Background: an optimization exercise with open tools, aiming at small area. Do not read the settings as production practice.
In this exercise RTL edits were held to simulation tests only and were not proved equivalent to the original.
Power and IR drop assume default switching activity.

Setup of the previous run:
Design agdel_dat_rx, start of the top module:
module agdel_dat_rx (
    input  wire         clk,
    input  wire         rst,           
    input  wire [575:0] rx_data,       
    input  wire [71:0]  rx_check,      
    input  wire [1:0]   rx_frm0,       
    input  wire [1:0]   rx_frm1,       
    input  wire [8:0]   cnt_clr,       
    input  wire [3:0]   cnt_sel,       
    output reg          out_valid,     
    output reg          out_discard,   
    output reg          out_poison,    
    output reg          out_plane,     
    output reg          out_ce_frame,  
    output reg  [575:0] out_data,      
    output reg  [8:0]   out_ce,        
    output reg  [8:0]   out_uc,        
    output reg  [62:0]  out_ce_where,  
    output wire [15:0]  cnt_rd         
);
==> flow/config.mk <==
export PLATFORM = sky130hd
export DESIGN_NAME = agdel_dat_rx
export DESIGN_NICKNAME = agdel_dat_rx
export VERILOG_FILES = /design/flow/design.v
export SDC_FILE = /design/flow/constraint.sdc
export NUM_CORES = 4
export LEC_CHECK = 0
export CAP_MARGIN = 0
export CORE_MARGIN = 2
export CORE_UTILIZATION = 30
export GPL_TIMING_DRIVEN = 0
export SETUP_SLACK_MARGIN = 0.1
export SLEW_MARGIN = 0
export SYNTH_HIERARCHICAL = 1
==> flow/constraint.sdc <==
create_clock -name core_clock -period 7.0 [get_ports {clk}]
set_input_delay 1.4000 -clock core_clock [delete_from_list [all_inputs] [get_ports {clk}]]
set_output_delay 1.4000 -clock core_clock [all_outputs]
set_load 0.01 [all_outputs]
standard.sh (not shown) runs the stock make flow with config.mk's settings and CLKGATE_MAP_FILE= SYNTH_SCRIPT=/design/flow/synth_recipe.tcl, a recipe that flattens the netlist after the stock synthesis.
==> flow/flow/run.sh <==
#!/bin/bash
# Standard layout, except: the port buffers are the smallest buffer cell (buf_1) instead of
# the one buffer_ports picks by default, and clock tree synthesis uses small clock buffers
# (clkbuf_2, clkbuf_4) without dummy loads. ORFS keeps each step's log under orfs/logs/;
# make's output goes to flow_make.log.
set -euo pipefail
export BUFFER_PORTS_ARGS="-buffer_cell sky130_fd_sc_hd__buf_1"
export CTS_ARGS="-sink_clustering_enable -repair_clock_nets -dont_use_dummy_load -sink_clustering_size 20 -buf_list {sky130_fd_sc_hd__clkbuf_2 sky130_fd_sc_hd__clkbuf_4}"
bash standard.sh > flow_make.log 2>&1
The previous run | status: complete | timing, DRC, antenna: pass
The inputs of the current run differ from those of the previous run as listed below.
--- a/flow/flow/run.sh
+++ b/flow/flow/run.sh
@@ -4 +4 @@
-# (clkbuf_2, clkbuf_4) without dummy loads. ORFS keeps each step's log under orfs/logs/;
+# (clkbuf_8, clusters of up to 16 flip-flops) without dummy loads. ORFS keeps each step's log under orfs/logs/;
@@ -8 +8 @@
-export CTS_ARGS="-sink_clustering_enable -repair_clock_nets -dont_use_dummy_load -sink_clustering_size 20 -buf_list {sky130_fd_sc_hd__clkbuf_2 sky130_fd_sc_hd__clkbuf_4}"
+export CTS_ARGS="-sink_clustering_enable -repair_clock_nets -dont_use_dummy_load -sink_clustering_size 16 -sink_clustering_max_diameter 50 -buf_list {sky130_fd_sc_hd__clkbuf_8}"
- Compared with the previous run, the current run instantiates a smaller number of standard cells.
- From the previous run to the current run the numbers moved as follows: critical path arrival went down; non-clock buffer count rose about 2.2%; share of cell area taken by multi-input logic gates increased 0.48 points; cell area increased 610 µm².

========
## build 38
Another version of the RTL of agdel_dat_rx (not shown whole).
Size in the first run: roughly 810 flip-flops.
export LEC_CHECK = 0
export CAP_MARGIN = 0
export CORE_MARGIN = 2
export CORE_UTILIZATION = 40
export GPL_TIMING_DRIVEN = 0
export SLEW_MARGIN = 0
export SYNTH_HIERARCHICAL = 1
create_clock -name core_clock -period 7.0 [get_ports {clk}]
==> flow/flow/run.sh <==
#!/bin/bash
# Standard layout, except: the port buffers are the smallest buffer cell (buf_1) instead of
# the one buffer_ports picks by default; pins may sit one routing track apart, so the die can
# be smaller; and clock tree synthesis uses small clock buffers without dummy loads.
# ORFS keeps each step's log under orfs/logs/; make's output goes to flow_make.log.
set -euo pipefail
export BUFFER_PORTS_ARGS="-buffer_cell sky130_fd_sc_hd__buf_1"
export PLACE_PINS_ARGS="-min_distance 1 -min_distance_in_tracks"
export CTS_ARGS="-sink_clustering_enable -repair_clock_nets -dont_use_dummy_load -sink_clustering_size 30 -sink_clustering_max_diameter 60 -buf_list {sky130_fd_sc_hd__clkbuf_4}"
bash standard.sh > flow_make.log 2>&1
Build 38 did not finish: a tool error stopped it during global routing.
### build 38 -> build 98
Settings: swapping 40 for 45 in CORE_UTILIZATION.
- Of build 98 and build 38, not a single run came through the flow clean.
- Build 98 did not finish: a tool error stopped it during global routing.
- Build 98 reports a higher effective utilization at floorplan than build 38 does.
- Relative to build 38, the total number of placement rows of build 98 is lower by 6.
- Comparing build 98 and build 38, weighted congestion reported at the end of routability-driven placement is lower on build 98.
- Higher count of cells resized by post-cts repair was reported by build 38, not build 98.
- Build 38 -> build 98: I/O pin count delta 0, exact match
- Number of buffers created by CTS ends up lower on build 98.
- Diff build 98..build 38 | maximum clock path buffer count | negligible
- From build 38 to build 98 the numbers moved as follows: placement-stage worst setup slack went up by 0.038 ns, cell count after placement went down by 1.6%.
- Share of synthesized flip-flops with an asynchronous set or reset: build 38 vs build 98 identical
- Between build 38 and build 98, the flow reports width of the chip decreasing by a few percent.
--- input diff build 98..build 46 ---
Settings: CORE_UTILIZATION now 30, was 45; SETUP_SLACK_MARGIN now 0.3, previously not set.
==> flow/flow/run.sh <==
#!/bin/bash
# Standard layout, except: the port buffers are the smallest buffer cell (buf_1) instead of
# the one buffer_ports picks by default, and clock tree synthesis uses small clock buffers
# (clkbuf_2, clkbuf_4) without dummy loads. ORFS keeps each step's log under orfs/logs/;
# make's output goes to flow_make.log.
set -euo pipefail
export BUFFER_PORTS_ARGS="-buffer_cell sky130_fd_sc_hd__buf_1"
export CTS_ARGS="-sink_clustering_enable -repair_clock_nets -dont_use_dummy_load -sink_clustering_size 20 -buf_list {sky130_fd_sc_hd__clkbuf_2 sky130_fd_sc_hd__clkbuf_4}"
bash standard.sh > flow_make.log 2>&1
### Flow results
Among build 46 and build 98, a clean, completed layout was produced by build 46 alone.
Build 46 -> build 98: count of clock tree sinks delta 0, exact match
NOTE number of buffers inserted during clock tree synthesis build 98->build 46 increased by more than 100%
Taking build 98 as the reference, in build 46 number of cells in the design after placement climbed 8.1%, detailed placement HPWL now sits higher, number of H-tree levels climbed 1.
Modified inputs, build 68 compared to build 46
Settings: a deleted SETUP_SLACK_MARGIN that had been 0.3; a change of CORE_UTILIZATION from 30 to 45.
==> flow/flow/run.sh <==
#!/bin/bash
# Standard layout, except: the port buffers are the smallest buffer cell (buf_1) instead of
# the one buffer_ports picks by default; pins may sit one routing track apart, so the die can
# be smaller; and clock tree synthesis uses small clock buffers without dummy loads.
# ORFS keeps each step's log under orfs/logs/; make's output goes to flow_make.log.
set -euo pipefail
export BUFFER_PORTS_ARGS="-buffer_cell sky130_fd_sc_hd__buf_1"
export PLACE_PINS_ARGS="-min_distance 1 -min_distance_in_tracks"
export CTS_ARGS="-sink_clustering_enable -repair_clock_nets -dont_use_dummy_load -sink_clustering_size 20 -buf_list {sky130_fd_sc_hd__clkbuf_2 sky130_fd_sc_hd__clkbuf_4}"
bash standard.sh > flow_make.log 2>&1
## What came out
- The flow ended early for build 68: it failed with a tool error in global routing.
- Going from build 46 to build 68, initial core utilization shows an increase of 15 points; number of resized instances in the post-cts repair step shows a reduction of 32%; total cell area at the placement stage shows a reduction of 890 µm²; routability congestion estimate shows an increase of about 1.7%; die outline height shows a reduction of about 18%.
- Summary: post-DP HPWL, build 68 better than build 46
- Per the comparison of build 68 with build 46, row count shrank by 25, mean area per synthesized cell held steady.

========
agdel_dat_rx, a different RTL version from the one above (not shown whole).
Size: roughly 5600 cells after synthesis, about 810 flip-flops, roughly 1300 I/O pins.
Settings: LEC_CHECK=0, CAP_MARGIN=0, CORE_MARGIN=2, CORE_UTILIZATION=30, SLEW_MARGIN=0, SYNTH_HIERARCHICAL=1; clock period 7.0 ns.
==> flow/flow/run.sh <==
#!/bin/bash
# Standard layout, except: the port buffers are the smallest buffer cell (buf_1) instead of
# the one buffer_ports picks by default, and clock tree synthesis uses small clock buffers
# without dummy loads. ORFS keeps each step's log under orfs/logs/; make's output goes to
# flow_make.log.
set -euo pipefail
export BUFFER_PORTS_ARGS="-buffer_cell sky130_fd_sc_hd__buf_1"
export CTS_ARGS="-sink_clustering_enable -repair_clock_nets -dont_use_dummy_load -buf_list {sky130_fd_sc_hd__clkbuf_4 sky130_fd_sc_hd__clkbuf_8}"
bash standard.sh > flow_make.log 2>&1
The starting point passed the timing, DRC and antenna checks.
Next try:
==> flow/flow/run.sh (replaced) <==
#!/bin/bash
# Standard layout, except that the port buffers are the smallest buffer cell (buf_1)
# instead of the one buffer_ports picks by default. Each tool's output goes to its own log
# (ORFS keeps per-step logs under orfs/logs/); the make output goes to flow_make.log.
set -euo pipefail
export BUFFER_PORTS_ARGS="-buffer_cell sky130_fd_sc_hd__buf_1"
bash standard.sh > flow_make.log 2>&1
- CAP_MARGIN: 0 -> 20
- SLEW_MARGIN: 0 -> 20
The new run produced a clean layout.
Combinational power hardly moves.
Flip-flop and latch count is unchanged.
Wire length barely changes.
Area after synthesis is unchanged.

========
agdel_dat_rx with an RTL version that a note above also has.
Size: ~810 flip-flops.
export LEC_CHECK = 0
export CAP_MARGIN = 0
export CORE_MARGIN = 2
export CORE_UTILIZATION = 45
export SLEW_MARGIN = 0
export SYNTH_HIERARCHICAL = 1
create_clock -name core_clock -period 7.0 [get_ports {clk}]
==> flow/flow/run.sh <==
#!/bin/bash
# Standard layout, except: the port buffers are the smallest buffer cell (buf_1) instead of
# the one buffer_ports picks by default; pins may sit one routing track apart, so the die can
# be smaller; and clock tree synthesis uses small clock buffers without dummy loads.
# ORFS keeps each step's log under orfs/logs/; make's output goes to flow_make.log.
set -euo pipefail
export BUFFER_PORTS_ARGS="-buffer_cell sky130_fd_sc_hd__buf_1"
export PLACE_PINS_ARGS="-min_distance 1 -min_distance_in_tracks"
export CTS_ARGS="-sink_clustering_enable -repair_clock_nets -dont_use_dummy_load -sink_clustering_size 20 -buf_list {sky130_fd_sc_hd__clkbuf_2 sky130_fd_sc_hd__clkbuf_4}"
bash standard.sh > flow_make.log 2>&1
The starting point never finished: it broke off in 5_1_grt.
Change:
==> flow/flow/run.sh (replaced) <==
#!/bin/bash
# Standard layout, except: the port buffers are the smallest buffer cell (buf_1) instead of
# the one buffer_ports picks by default, and clock tree synthesis uses small clock buffers
# (clkbuf_2, clkbuf_4) without dummy loads. ORFS keeps each step's log under orfs/logs/;
# make's output goes to flow_make.log.
set -euo pipefail
export BUFFER_PORTS_ARGS="-buffer_cell sky130_fd_sc_hd__buf_1"
export CTS_ARGS="-sink_clustering_enable -repair_clock_nets -dont_use_dummy_load -sink_clustering_size 20 -buf_list {sky130_fd_sc_hd__clkbuf_2 sky130_fd_sc_hd__clkbuf_4}"
bash standard.sh > flow_make.log 2>&1
Settings changed: CORE_UTILIZATION 45 to 30, GPL_TIMING_DRIVEN from default to 0, SETUP_SLACK_MARGIN from default to 0.1.
After rerunning:
- The new run passed the timing, DRC and antenna checks
- synthesized area does not change
- synthesized cell count does not change
Change:
==> flow/flow/run.sh (replaced) <==
#!/bin/bash
# Standard layout, except: the port buffers are the smallest buffer cell (buf_1) instead of
# the one buffer_ports picks by default; pins may sit one routing track apart, so the die can
# be smaller; and clock tree synthesis uses small clock buffers without dummy loads.
# ORFS keeps each step's log under orfs/logs/; make's output goes to flow_make.log.
set -euo pipefail
export BUFFER_PORTS_ARGS="-buffer_cell sky130_fd_sc_hd__buf_1"
export PLACE_PINS_ARGS="-min_distance 1 -min_distance_in_tracks"
export CTS_ARGS="-sink_clustering_enable -repair_clock_nets -dont_use_dummy_load -sink_clustering_size 20 -buf_list {sky130_fd_sc_hd__clkbuf_2 sky130_fd_sc_hd__clkbuf_4}"
bash standard.sh > flow_make.log 2>&1
Settings changed: CORE_UTILIZATION 30 to 40, SETUP_SLACK_MARGIN 0.1 to default.
Effect: The new run failed in 5_1_grt (GRT-0116); area after synthesis does not change; synthesized cell count does not change.

========
== trial 90 ==
Another version of the RTL of agdel_dat_rx (not shown whole).
Size: ~810 flip-flops, roughly 1300 I/O pins, ~0.044 mm² of cells after synthesis.
## agdel_dat_rx
module agdel_dat_rx (
    input  wire         clk,
    input  wire         rst,           
    input  wire [575:0] rx_data,       
    input  wire [71:0]  rx_check,      
    input  wire [1:0]   rx_frm0,       
    input  wire [1:0]   rx_frm1,       
    input  wire [8:0]   cnt_clr,       
    input  wire [3:0]   cnt_sel,       
    output reg          out_valid,     
    output reg          out_discard,   
    output reg          out_poison,    
    output reg          out_plane,     
    output reg          out_ce_frame,  
    output reg  [575:0] out_data,      
    output reg  [8:0]   out_ce,        
    output reg  [8:0]   out_uc,        
    output reg  [62:0]  out_ce_where,  
    output wire [15:0]  cnt_rd         
);
export LEC_CHECK = 0
export CAP_MARGIN = 0
export CORE_MARGIN = 2
export CORE_UTILIZATION = 30
export SLEW_MARGIN = 0
export SYNTH_HIERARCHICAL = 1
create_clock -name core_clock -period 7.0 [get_ports {clk}]
==> flow/flow/run.sh <==
#!/bin/bash
# Standard layout, except: the port buffers are the smallest buffer cell (buf_1) instead of
# the one buffer_ports picks by default, and clock tree synthesis uses small clock buffers
# without dummy loads. ORFS keeps each step's log under orfs/logs/; make's output goes to
# flow_make.log.
set -euo pipefail
export BUFFER_PORTS_ARGS="-buffer_cell sky130_fd_sc_hd__buf_1"
export CTS_ARGS="-sink_clustering_enable -repair_clock_nets -dont_use_dummy_load -buf_list {sky130_fd_sc_hd__clkbuf_4 sky130_fd_sc_hd__clkbuf_8}"
bash standard.sh > flow_make.log 2>&1
Trial 90 went all the way through synthesis, placement and routing and the layout is clean on timing, DRC and antenna.
What build 58 does differently from trial 90 at the input level:
- swapping 30 for 45 in CORE_UTILIZATION
==> flow/flow/run.sh <==
#!/bin/bash
# Standard layout, except: the port buffers are the smallest buffer cell (buf_1) instead of
# the one buffer_ports picks by default; pins may sit one routing track apart, so the die can
# be smaller; and clock tree synthesis uses small clock buffers without dummy loads.
# ORFS keeps each step's log under orfs/logs/; make's output goes to flow_make.log.
set -euo pipefail
export BUFFER_PORTS_ARGS="-buffer_cell sky130_fd_sc_hd__buf_1"
export PLACE_PINS_ARGS="-min_distance 1 -min_distance_in_tracks"
export CTS_ARGS="-sink_clustering_enable -repair_clock_nets -dont_use_dummy_load -sink_clustering_size 20 -buf_list {sky130_fd_sc_hd__clkbuf_2 sky130_fd_sc_hd__clkbuf_4}"
bash standard.sh > flow_make.log 2>&1
==> results.txt <==
NOTE logic depth of the worst setup path including buffers trial 90->build 58 decreased by a few percent. [build 58] overall via count from detail_route fell 538 relative to trial 90. Summary of build 58 over trial 90: global placement routability congestion shrank by 0.076, final clock period utilization by the worst path shrank by 5.0 points, count of filler cells inserted in the layout shrank by 5808, CTS buffer count grew by about 46%. Measured against each other, trial 90 and build 58 differ in number of clock buffers in the layout, the lower figure coming from trial 90. Min data arrival time of the critical path across trial 90 and build 58: build 58.

-- port drivers added, routing unchanged --
The flow's constraints put no driver on any port. The routed layouts listed below were extracted and timed again, unchanged, in two steps. Step 1, drivers: a clkbuf_16 drives clk and a buf_2 each remaining input, both assumed. Step 2 also shifts input and output timing later by t, the mid clock arrival at the registers, as if the neighbouring blocks saw the same clock. Three values: ideal, step 1, step 2; two values: the first two.
run | shift t [ns] | slack for setup (ns) | hold WS [ns]
the previous run | 1.228 | 0.271 / 0.259 / -0.970 | 0.403 / 0.345 / 0.496
the current run | 0.867 | 0.291 / 0.113 / -0.754 | 0.497 / 0.497 / 0.497
build 46 | 1.216 | 0.415 / 0.300 / -0.917 | 0.455 / 0.400 / 0.499
the first run of note 3 | 0.948 | 0.723 / 0.776 / -0.172 | 0.468 / 0.468 / 0.468
the second run of note 3 | 0.770 | 0.726 / 0.760 / -0.010 | 0.504 / 0.504 / 0.504
the second run of note 4 | 1.270 | 0.364 / 0.215 / -1.055 | 0.395 / 0.369 / 0.506
trial 90 | 0.908 | 0.833 / 0.852 / -0.056 | 0.494 / 0.494 / 0.494
build 58 | 1.149 | 1.183 / 1.216 / 0.068 | 0.434 / 0.385 / 0.501
With both steps, setup timing fails in 7 of these runs, where it was met with ideal ports. The setup slack of the second run of note 4, which loses most, moves by -0.149 ns with the drivers and by -1.419 ns with both steps.
